Context: an optimization exercise on an open-source flow, tuned for small area, a short achievable clock period and few clock cycles. The choices shown serve that exercise and are no tape-out recipe. RTL that was checked went through simulation tests only; none was proved equivalent to the original. Power is estimated from default activity; no workload was simulated.

## pq_engine
module pq_engine (
    input  wire         clk,
    input  wire         rst,
    input  wire         cmd_valid,
    output wire         cmd_ready,
    input  wire [4:0]   cmd_k,
    input  wire [4:0]   cmd_x,
    input  wire [4:0]   cmd_y,
    input  wire         cmd_two,
    input  wire         in_valid,
    output wire         in_ready,
    input  wire [127:0] in_data,
    output wire         out_valid,
    input  wire         out_ready,
    output wire [127:0] out_data,
    output wire [4:0]   out_pos
);
==> flow/config.mk <==
export PLATFORM = sky130hd
export DESIGN_NAME = pq_engine
export DESIGN_NICKNAME = pq_engine
export VERILOG_FILES = /design/flow/design.v
export SDC_FILE = /design/flow/constraint.sdc
export NUM_CORES = 8
export LEC_CHECK = 0
export CAP_MARGIN = 20
export CORE_MARGIN = 2
export CORE_UTILIZATION = 70
export CTS_CLUSTER_DIAMETER = 100
export CTS_CLUSTER_SIZE = 20
export GPL_ROUTABILITY_DRIVEN = 0
export SLEW_MARGIN = 20
export SYNTH_HIERARCHICAL = 1
==> flow/constraint.sdc <==
create_clock -name core_clock -period 19.0 [get_ports {clk}]
set_input_delay 3.8000 -clock core_clock [delete_from_list [all_inputs] [get_ports {clk}]]
set_output_delay 3.8000 -clock core_clock [all_outputs]
set_load 0.01 [all_outputs]
standard.sh (not shown) runs the stock make flow with config.mk's settings and CLKGATE_MAP_FILE= SYNTH_SCRIPT=/design/flow/synth_recipe.tcl, a recipe that flattens the netlist after the stock synthesis.
==> flow/flow/run.sh <==
#!/bin/bash
# Standard ORFS layout in two calls: synthesis and floorplan with no timing
# repair margin, then placement to the end with timing repair aimed below the
# clock period. Each call's output goes to its own log.
set -euo pipefail
bash standard.sh synth floorplan SETUP_SLACK_MARGIN=0 > orfs_synth_floorplan.log 2>&1
bash standard.sh finish SETUP_SLACK_MARGIN=14.0 "BUFFER_PORTS_ARGS=-buffer_cell sky130_fd_sc_hd__buf_2"  > orfs_place_route.log 2>&1
The starting point passed the timing, design-rule and antenna checks.
Testbench counts at the start, summed over its fixed seeds: cycles 8,497.
Next try:
--- a/flow/flow/run.sh
+++ b/flow/flow/run.sh
@@ -7 +7 @@
-bash standard.sh finish SETUP_SLACK_MARGIN=14.0 "BUFFER_PORTS_ARGS=-buffer_cell sky130_fd_sc_hd__buf_2"  > orfs_place_route.log 2>&1
+bash standard.sh finish SETUP_SLACK_MARGIN=14.05 "BUFFER_PORTS_ARGS=-buffer_cell sky130_fd_sc_hd__buf_2"  > orfs_place_route.log 2>&1
- GPL_ROUTABILITY_DRIVEN: 0 -> default
=> Global-route usage went up by 0.10 points; power climbs slightly; worst setup slack degrades by 0.033 ns.
Next try:
--- a/flow/flow/run.sh
+++ b/flow/flow/run.sh
@@ -7 +7 @@
-bash standard.sh finish SETUP_SLACK_MARGIN=14.05 "BUFFER_PORTS_ARGS=-buffer_cell sky130_fd_sc_hd__buf_2"  > orfs_place_route.log 2>&1
+bash standard.sh finish SETUP_SLACK_MARGIN=14.0 "BUFFER_PORTS_ARGS=-buffer_cell sky130_fd_sc_hd__buf_2"  > orfs_place_route.log 2>&1
- CORE_UTILIZATION: 70 -> 75
Outcome: The new run produced a clean layout. Design area stays flat. Sequential power stays flat. Non-clock buffer count decreases by 1. Power came out lower slightly.
Next try:
--- a/flow/flow/run.sh
+++ b/flow/flow/run.sh
@@ -7 +7 @@
-bash standard.sh finish SETUP_SLACK_MARGIN=14.0 "BUFFER_PORTS_ARGS=-buffer_cell sky130_fd_sc_hd__buf_2"  > orfs_place_route.log 2>&1
+bash standard.sh finish SETUP_SLACK_MARGIN=14.15 "BUFFER_PORTS_ARGS=-buffer_cell sky130_fd_sc_hd__buf_2"  > orfs_place_route.log 2>&1
- CORE_UTILIZATION: 75 -> 70
Clock skew is higher by 0.0072 ns.
Setup slack is about the same.
Worst hold slack gains 0.0074 ns.
Final area is higher by a few percent.
Count of clock-buffer cells in the layout is lower by 1.
Non-clock buffer count is higher by 30.
Synthesized area stays the same.
Via count is higher by a few percent.
Flip-flop and latch count is unchanged.
Power is higher by a few percent.
Next try:
--- a/flow/flow/run.sh
+++ b/flow/flow/run.sh
@@ -7 +7 @@
-bash standard.sh finish SETUP_SLACK_MARGIN=14.15 "BUFFER_PORTS_ARGS=-buffer_cell sky130_fd_sc_hd__buf_2"  > orfs_place_route.log 2>&1
+bash standard.sh finish SETUP_SLACK_MARGIN=14.0 "BUFFER_PORTS_ARGS=-buffer_cell sky130_fd_sc_hd__buf_2"  > orfs_place_route.log 2>&1
Result: The changed run completed without violations. Synthesized cell count is unchanged. Global-route usage is lower by 0.75 points. Design area is lower by 4.3%.

Setup of exp/pepper:
pq_engine, a different RTL version from the one above (not shown whole).
Size in the first run: ~5,100 cells after synthesis, about 290 I/O pins, roughly 38,000 sq um of cells after synthesis.
==> flow/design.v (excerpt) <==
module pq_engine (
    input  wire         clk,
    input  wire         rst,
    input  wire         cmd_valid,
    output wire         cmd_ready,
    input  wire [4:0]   cmd_k,
    input  wire [4:0]   cmd_x,
    input  wire [4:0]   cmd_y,
    input  wire         cmd_two,
    input  wire         in_valid,
    output wire         in_ready,
    input  wire [127:0] in_data,
    output wire         out_valid,
    input  wire         out_ready,
    output wire [127:0] out_data,
    output wire [4:0]   out_pos
);
clock: 19.0 ns
lec_check: 0
cap_margin: 20
core_margin: 2
core_utilization: 70
cts_cluster_diameter: 60
cts_cluster_size: 30
slew_margin: 20
==> flow/flow/run.sh <==
#!/bin/bash
# Standard ORFS layout; timing repair aimed below the clock period.
set -euo pipefail
bash standard.sh finish SETUP_SLACK_MARGIN=14.2 "BUFFER_PORTS_ARGS=-buffer_cell sky130_fd_sc_hd__buf_2" > orfs_finish.log 2>&1
exp/pepper did not finish: a tool error stopped it during global routing (5_1_grt).
Changes in exp/delta relative to exp/pepper:
- swapping 70 for 40 in CORE_UTILIZATION
- clearing CTS_CLUSTER_SIZE, which used to be 30
- clearing CTS_CLUSTER_DIAMETER, which used to be 60
==> flow/flow/run.sh <==
#!/bin/bash
set -euo pipefail
bash standard.sh finish SETUP_SLACK_MARGIN=14.5 \
  "BUFFER_PORTS_ARGS=-buffer_cell sky130_fd_sc_hd__buf_4" > orfs_finish.log 2>&1
From exp/pepper to exp/delta the numbers moved as follows: final HPWL from detailed placement shows an increase of about 7%; setup fix buffers added after clock tree synthesis grew by 138.
As far as synthesized cell count goes, exp/pepper and exp/delta are indistinguishable; the numbers are identical.
exp/delta finished every stage and its layout cleared the timing, design-rule and antenna checks.
Summary of exp/delta over exp/pepper: total placed instance area shows an increase of about 4%; total clock buffers created by CTS moved up.
Setup changes, exp/delta to exp/garnet
-- flow/flow/run.sh --
<<< exp/delta, line 3
bash standard.sh finish SETUP_SLACK_MARGIN=14.5 \
>>> exp/garnet, line 3
bash standard.sh finish SETUP_SLACK_MARGIN=13.5 \
## What came out
- In the flow results for exp/garnet and exp/delta, the critical path depth is smaller on exp/delta.
- Last element of the critical path = acc_x[75]$_DFFE_PP_: exp/garnet; last element of the critical path = out_pos[3]: exp/delta
- exp/garnet ends up with lower final weighted congestion in routability-driven placement than exp/delta does.
- Looking at top achievable clock speed, exp/garnet sits 6.5% below exp/delta.
- Final clock period utilization by the worst path ends up lower on exp/delta.
- Compared with exp/delta, exp/garnet shows a higher number of buffer and inverter instances along the worst setup path.
- exp/garnet vs exp/delta: average wire per cell in the routed design down by more than 10%
- For the clock insertion delay at the later pin of the skew report, exp/garnet came in 0.04 ns lower than exp/delta did.
- Diff exp/delta -> exp/garnet: cell count -5.3%; overall power after layout now sits lower.
What exp/amber does differently from exp/garnet at the input level:
-- flow/flow/run.sh --
<<< exp/garnet, line 3
bash standard.sh finish SETUP_SLACK_MARGIN=13.5 \
>>> exp/amber, line 3
bash standard.sh finish SETUP_SLACK_MARGIN=15.5 \
[summary]
- exp/amber against exp/garnet: number of nets at the end of the flow picked up an extra 534, total CTS buffers picked up an extra about 2%.
- Number of sequential cells in the layout: exp/garnet vs exp/amber identical
- exp/amber -> exp/garnet: number of buffers added on ports delta 0, exact match
- Looking at end of the critical path, the out_pos[3] result is from exp/amber; the acc_x[75]$_DFFE_PP_ one comes from exp/garnet.
No run of this note included a check of the RTL's function; only the layout flow was run.

pq_engine, a different RTL version from the one above (not shown whole).
For scale: ~4300 cells after synthesis, roughly 350 flip-flops, roughly 290 I/O pins.
Settings: LEC_CHECK=0, CAP_MARGIN=20, CORE_MARGIN=2, CORE_UTILIZATION=70, CTS_CLUSTER_DIAMETER=100, CTS_CLUSTER_SIZE=20, SLEW_MARGIN=20, SYNTH_HIERARCHICAL=1; clock period 19.0 ns.
==> flow/flow/run.sh <==
#!/bin/bash
# Standard ORFS layout in two calls: synthesis and floorplan with no timing
# repair margin, then placement to the end with timing repair aimed below the
# clock period. Each call's output goes to its own log.
set -euo pipefail
bash standard.sh synth floorplan SETUP_SLACK_MARGIN=0 > orfs_synth_floorplan.log 2>&1
bash standard.sh finish SETUP_SLACK_MARGIN=14.0 "BUFFER_PORTS_ARGS=-buffer_cell sky130_fd_sc_hd__buf_1"  > orfs_place_route.log 2>&1
Testbench counts at the start, summed over its fixed seeds: cycles 8,513.
==> next run, changes <==
--- a/flow/flow/run.sh
+++ b/flow/flow/run.sh
@@ -6,2 +6,2 @@
 bash standard.sh synth floorplan SETUP_SLACK_MARGIN=0 > orfs_synth_floorplan.log 2>&1
-bash standard.sh finish SETUP_SLACK_MARGIN=14.0 "BUFFER_PORTS_ARGS=-buffer_cell sky130_fd_sc_hd__buf_1"  > orfs_place_route.log 2>&1
+bash standard.sh finish SETUP_SLACK_MARGIN=14.1 "BUFFER_PORTS_ARGS=-buffer_cell sky130_fd_sc_hd__buf_2"  > orfs_place_route.log 2>&1
What happened:
- The changed run finished clean
- cell count is higher by 0.49%
- die area stays the same
- power is higher by 3.2%
- non-clock buffer count is higher by 31
==> next run, changes <==
--- a/flow/flow/run.sh
+++ b/flow/flow/run.sh
@@ -6,2 +6,2 @@
 bash standard.sh synth floorplan SETUP_SLACK_MARGIN=0 > orfs_synth_floorplan.log 2>&1
-bash standard.sh finish SETUP_SLACK_MARGIN=14.1 "BUFFER_PORTS_ARGS=-buffer_cell sky130_fd_sc_hd__buf_2"  > orfs_place_route.log 2>&1
+bash standard.sh finish SETUP_SLACK_MARGIN=13.9 "BUFFER_PORTS_ARGS=-buffer_cell sky130_fd_sc_hd__buf_2"  > orfs_place_route.log 2>&1
=> Power fell by 3.3%; setup slack degrades by 0.067 ns; non-clock buffer count fell by 39.
==> next run, changes <==
--- a/flow/flow/run.sh
+++ b/flow/flow/run.sh
@@ -6,2 +6,2 @@
 bash standard.sh synth floorplan SETUP_SLACK_MARGIN=0 > orfs_synth_floorplan.log 2>&1
-bash standard.sh finish SETUP_SLACK_MARGIN=13.9 "BUFFER_PORTS_ARGS=-buffer_cell sky130_fd_sc_hd__buf_2"  > orfs_place_route.log 2>&1
+bash standard.sh finish SETUP_SLACK_MARGIN=14.0 "BUFFER_PORTS_ARGS=-buffer_cell sky130_fd_sc_hd__buf_2"  > orfs_place_route.log 2>&1
The changed run ran to the end with no violations.
Worst hold slack hardly moves.
Final area grows slightly.
Clock skew hardly moves.
Count of clock-buffer cells in the layout does not change.

pq_engine with an RTL version that a note above also has.
For scale: ~5100 cells after synthesis, about 370 flip-flops, about 290 I/O pins, ~38000 µm² of cells after synthesis.
## pq_engine
module pq_engine (
    input  wire         clk,
    input  wire         rst,
    input  wire         cmd_valid,
    output wire         cmd_ready,
    input  wire [4:0]   cmd_k,
    input  wire [4:0]   cmd_x,
    input  wire [4:0]   cmd_y,
    input  wire         cmd_two,
    input  wire         in_valid,
    output wire         in_ready,
    input  wire [127:0] in_data,
    output wire         out_valid,
    input  wire         out_ready,
    output wire [127:0] out_data,
    output wire [4:0]   out_pos
);
    localparam LANES = 16;
    localparam [1:0] S_IDLE = 2'd0,
                     S_LOAD = 2'd1,
                     S_OUT1 = 2'd2,
                     S_OUT2 = 2'd3;
    function [7:0] gf_mul2;
        input [7:0] a;
        begin
            gf_mul2 = {a[6:0], 1'b0} ^ (a[7] ? 8'h1D : 8'h00);
        end
    endfunction
    function [7:0] gf_mul;
        input [7:0] a;
        input [7:0] b;
        integer i;
        reg [7:0] p;
        reg [7:0] t;
        begin
            p = 8'h00;
            t = a;
            for (i = 0; i < 8; i = i + 1) begin
                if (b[i])
                    p = p ^ t;
                t = gf_mul2(t);
            end
            gf_mul = p;
        end
    endfunction
    localparam [255:0] T_GPOW = 256'hc06030180c06038fc9ea75b45a2d984c261387cde8743a1d8040201008040201;
    localparam [255:0] T_GINV = 256'h122448903d7af4f5f7f3fbebcb8b0b162c58b07dfae9cf831b366cd8ad478e01;
    localparam [255:0] T_ZINV = 256'h595789deaaba8e02d2b4e9f26326dc678ac0e48574fba9a0545fed729da7f400;
    reg         cb_v;          
    reg         cb_p;          
    reg         cmd_rdy;
    reg [4:0]   cb_k, cb_x, cb_y;
    reg         cb_two;
    assign cmd_ready = cmd_rdy;
    wire cmd_fire = cmd_valid & cmd_rdy;
    wire [4:0] cb_k1   = cb_k + 5'd1;
    wire       cx_data = (cb_x < cb_k);
    wire [4:0] cb_d    = cb_y - cb_x;
    wire       cb_m0   = (cb_x == 5'd0);
    wire       cb_m1   = cb_two & (cb_y == 5'd1);
    wire       cb_qm   = (cb_x == cb_k1) | (cb_two & (cb_y == cb_k1));
    wire       cb_pm   = (cb_x == cb_k) | (cb_two & (cb_y == cb_k));
    wire       cb_dd   = cx_data & cb_two & (cb_y < cb_k);
  ...
Settings: LEC_CHECK=0, CAP_MARGIN=20, CORE_MARGIN=2, CORE_UTILIZATION=40, SLEW_MARGIN=20; clock period 19.0 ns.
==> flow/flow/run.sh <==
#!/bin/bash
set -euo pipefail
bash standard.sh finish SETUP_SLACK_MARGIN=14.0 \
  "BUFFER_PORTS_ARGS=-buffer_cell sky130_fd_sc_hd__buf_4" > orfs_finish.log 2>&1
The starting point completed without violations.
Rerun with:
==> flow/flow/run.sh (replaced) <==
#!/bin/bash
# Standard ORFS layout; timing repair aimed below the clock period.
set -euo pipefail
bash standard.sh finish SETUP_SLACK_MARGIN=14.0 "BUFFER_PORTS_ARGS=-buffer_cell sky130_fd_sc_hd__buf_2" > orfs_finish.log 2>&1
--- a/flow/config.mk
+++ b/flow/config.mk
@@ -9,3 +9,3 @@
 export CORE_MARGIN = 2
-export CORE_UTILIZATION = 40
+export CORE_UTILIZATION = 70
 export SLEW_MARGIN = 20
Result: The new run finished clean. Register-to-register slack stays flat. Power drops slightly. First-iteration DRC count came out higher by a quarter to a third.
Function was not checked in any run of this note: the RTL went through the layout flow alone.

## job 3393
Another version of the RTL of pq_engine (not shown whole).
Size: ~4600 cells after synthesis, ~290 I/O pins, about 0.036 sq mm of cells after synthesis.
clock: 19.0 ns
lec_check: 0
cap_margin: 20
core_margin: 2
core_utilization: 60
slew_margin: 20
==> flow/flow/run.sh <==
#!/bin/bash
# Standard ORFS layout in two calls: synthesis and floorplan with no timing
# repair margin, then placement to the end with timing repair aimed below the
# clock period. Each call's output goes to its own log.
set -euo pipefail
bash standard.sh synth floorplan SETUP_SLACK_MARGIN=0 > orfs_synth_floorplan.log 2>&1
bash standard.sh finish SETUP_SLACK_MARGIN=13.8 "BUFFER_PORTS_ARGS=-buffer_cell sky130_fd_sc_hd__buf_2"  > orfs_place_route.log 2>&1
In summary, job 3393 completed successfully, with a layout that passed the timing, design-rule and antenna checks.
Testbench counts of job 3393, summed over its fixed seeds: cycles 8,497.
Input changes introduced in job 8884 (baseline for comparison: job 3393):
- setting ABC_CLOCK_PERIOD_IN_PS to 2000 for the first time
==> flow/flow/run.sh <==
#!/bin/bash
# Standard ORFS layout; timing repair aimed below the clock period.
set -euo pipefail
bash standard.sh finish SETUP_SLACK_MARGIN=14.0 "BUFFER_PORTS_ARGS=-buffer_cell sky130_fd_sc_hd__buf_2" > orfs_finish.log 2>&1
Summary of the comparison: final estimated routing congestion in global placement is higher in job 8884, relative to job 3393.
In the reports for job 8884 and job 3393, the larger core utilization belongs to job 8884.
Summary: with job 3393 as the reference, total vias in the final route in job 8884 moved up by a few percent.
Comparing job 3393 with job 8884, the sequential power came out essentially unchanged.
For register-to-register slack, job 8884 and job 3393 come out practically identical.
Diff job 3393 -> job 8884 | share of the cycle needed by the critical path after routing | decrease of 0.74 points
Compared with job 3393, in job 8884 count of clock buffers in the final design went up 5; synthesized area barely changed; hold slack down 0.0051 ns.
For the largest net degree at the start of global routing, job 8884 came in 104 higher than job 3393 did.
What job 4704 does differently from job 8884 at the input level:
- a change of CORE_UTILIZATION from 60 to 70
- a deleted ABC_CLOCK_PERIOD_IN_PS that had been 2000
==> flow/flow/run.sh <==
#!/bin/bash
# Standard ORFS layout in two calls: synthesis and floorplan with no timing
# repair margin, then placement to the end with timing repair aimed below the
# clock period. Each call's output goes to its own log.
set -euo pipefail
bash standard.sh synth floorplan SETUP_SLACK_MARGIN=0 REMOVE_ABC_BUFFERS=1 > orfs_synth_floorplan.log 2>&1
bash standard.sh finish SETUP_SLACK_MARGIN=14.0 "BUFFER_PORTS_ARGS=-buffer_cell sky130_fd_sc_hd__buf_1"  > orfs_place_route.log 2>&1
==> run notes <==
Taking job 8884 as the reference, in job 4704 number of iterations in the first detailed-routing pass grew by 2, routability congestion estimate from global placement went up about 2.5%. Across both runs, first-iteration DRC count was higher for job 4704 than for job 8884. As far as footprint of the flip-flops and latches is concerned, job 4704 and job 8884 perform about the same. Via count of the first global-routing pass (job 4704 vs. job 8884) increases slightly. For job 8884, the critical setup path kind was flop to output port, unlike job 4704, where it was primary input to flop. | count of placed standard cells in the final layout, fillers left out | lower: job 4704 |. Clock skew (lower): job 4704. | number of sequential storage elements | job 4704 vs job 8884 | ≈ equal |. Row final critical path time including I/O delays and setup: job 4704 higher / job 8884 lower.
Input-level comparison between job 6537 and job 4704:
- swapping 70 for 60 in CORE_UTILIZATION
- putting ABC_AREA at 1 where nothing was set
==> flow/flow/run.sh <==
#!/bin/bash
# Standard ORFS layout in two calls: synthesis and floorplan with no timing
# repair margin, then placement to the end with timing repair aimed below the
# clock period. Each call's output goes to its own log.
set -euo pipefail
bash standard.sh synth floorplan SETUP_SLACK_MARGIN=0 > orfs_synth_floorplan.log 2>&1
bash standard.sh finish SETUP_SLACK_MARGIN=14.0 "BUFFER_PORTS_ARGS=-buffer_cell sky130_fd_sc_hd__buf_2"  > orfs_place_route.log 2>&1
[summary]
Compared with job 4704, job 6537 ends up with more cell area.
Compared with job 4704, net total in the final layout in job 6537 increased by more than a quarter.
[job 6537] initial antenna violation count fell 3 relative to job 4704
Vertical extent of the die ended up about 15% higher on job 6537 than on job 4704.
Job 6537 vs job 4704: number of clock buffers in the layout up
Job 6537 vs job 4704: clock network fraction of total power down
In job 6537 the sequential cell fraction of total power turned out 3.0 points lower than in job 4704.
Diff job 4704 -> job 6537: global-route track usage on met3 now larger, clock skew now larger, leakage power total now larger, die area now larger.

-- separate check: timing with driven ports --
Ports are ideal in the flow. The routed layouts listed here were re-timed in OpenROAD.
Step 1 assumes that a clkbuf_16 drives the clock port and a buf_2 every other input.
Step 2, shift: input delay + t, output delay - t, t = (earliest + latest rising clock arrival at the registers) / 2. This alone moves slack from input paths to output paths.
Three values: ideal, step 1, step 2; two values: the first two.
| run | shift t [ns] | setup WS [ns] | worst setup path at the end | worst register clock-pin slew, ns |
|---|---|---|---|---|
| the first run of note 1 | 0.618 | 13.944 / 13.885 / 13.458 | input to register | 0.10 / 0.10 |
| the second run of note 1 | 0.620 | 13.911 / 13.848 / 13.471 | input to register | 0.10 / 0.10 |
| the third run of note 1 | 0.621 | 14.026 / 13.964 / 13.443 | input to register | 0.10 / 0.10 |
| the fourth run of note 1 | 0.620 | 14.029 / 14.011 / 13.440 | input to register | 0.10 / 0.10 |
| the fifth run of note 1 | 0.618 | 13.944 / 13.885 / 13.458 | input to register | 0.10 / 0.10 |
| exp/delta | 0.720 | 13.964 / 13.899 / 13.265 | input to register | 0.06 / 0.06 |
| exp/garnet | 0.680 | 13.616 / 13.635 / 12.955 | input to register | 0.06 / 0.06 |
| exp/amber | 0.718 | 13.999 / 13.939 / 13.332 | input to register | 0.07 / 0.07 |
| the first run of note 3 | 0.633 | 13.992 / 13.949 / 13.398 | input to register | 0.10 / 0.10 |
| the second run of note 3 | 0.641 | 13.998 / 13.938 / 13.451 | input to register | 0.10 / 0.10 |
| the third run of note 3 | 0.637 | 13.931 / 13.887 / 13.334 | input to register | 0.10 / 0.10 |
| the fourth run of note 3 | 0.637 | 14.008 / 13.949 / 13.384 | input to register | 0.10 / 0.10 |
| the first run of note 4 | 0.699 | 14.003 / 13.937 / 13.321 | input to register | 0.07 / 0.07 |
| the second run of note 4 | 0.676 | 13.998 / 13.934 / 13.369 | input to register | 0.07 / 0.07 |
| job 3393 | 0.655 | 13.873 / 13.865 / 13.262 | input to register | 0.07 / 0.07 |
| job 8884 | 0.661 | 14.013 / 13.948 / 13.328 | input to register | 0.07 / 0.07 |
| job 4704 | 0.639 | 13.972 / 13.932 / 13.354 | input to register | 0.06 / 0.06 |
| job 6537 | 0.684 | 13.925 / 13.882 / 13.216 | input to register | 0.07 / 0.07 |
After both steps every run listed still meets setup and hold. For job 6537, which loses most, drivers alone change the setup slack by -0.043 ns; drivers and shift together by -0.709 ns.
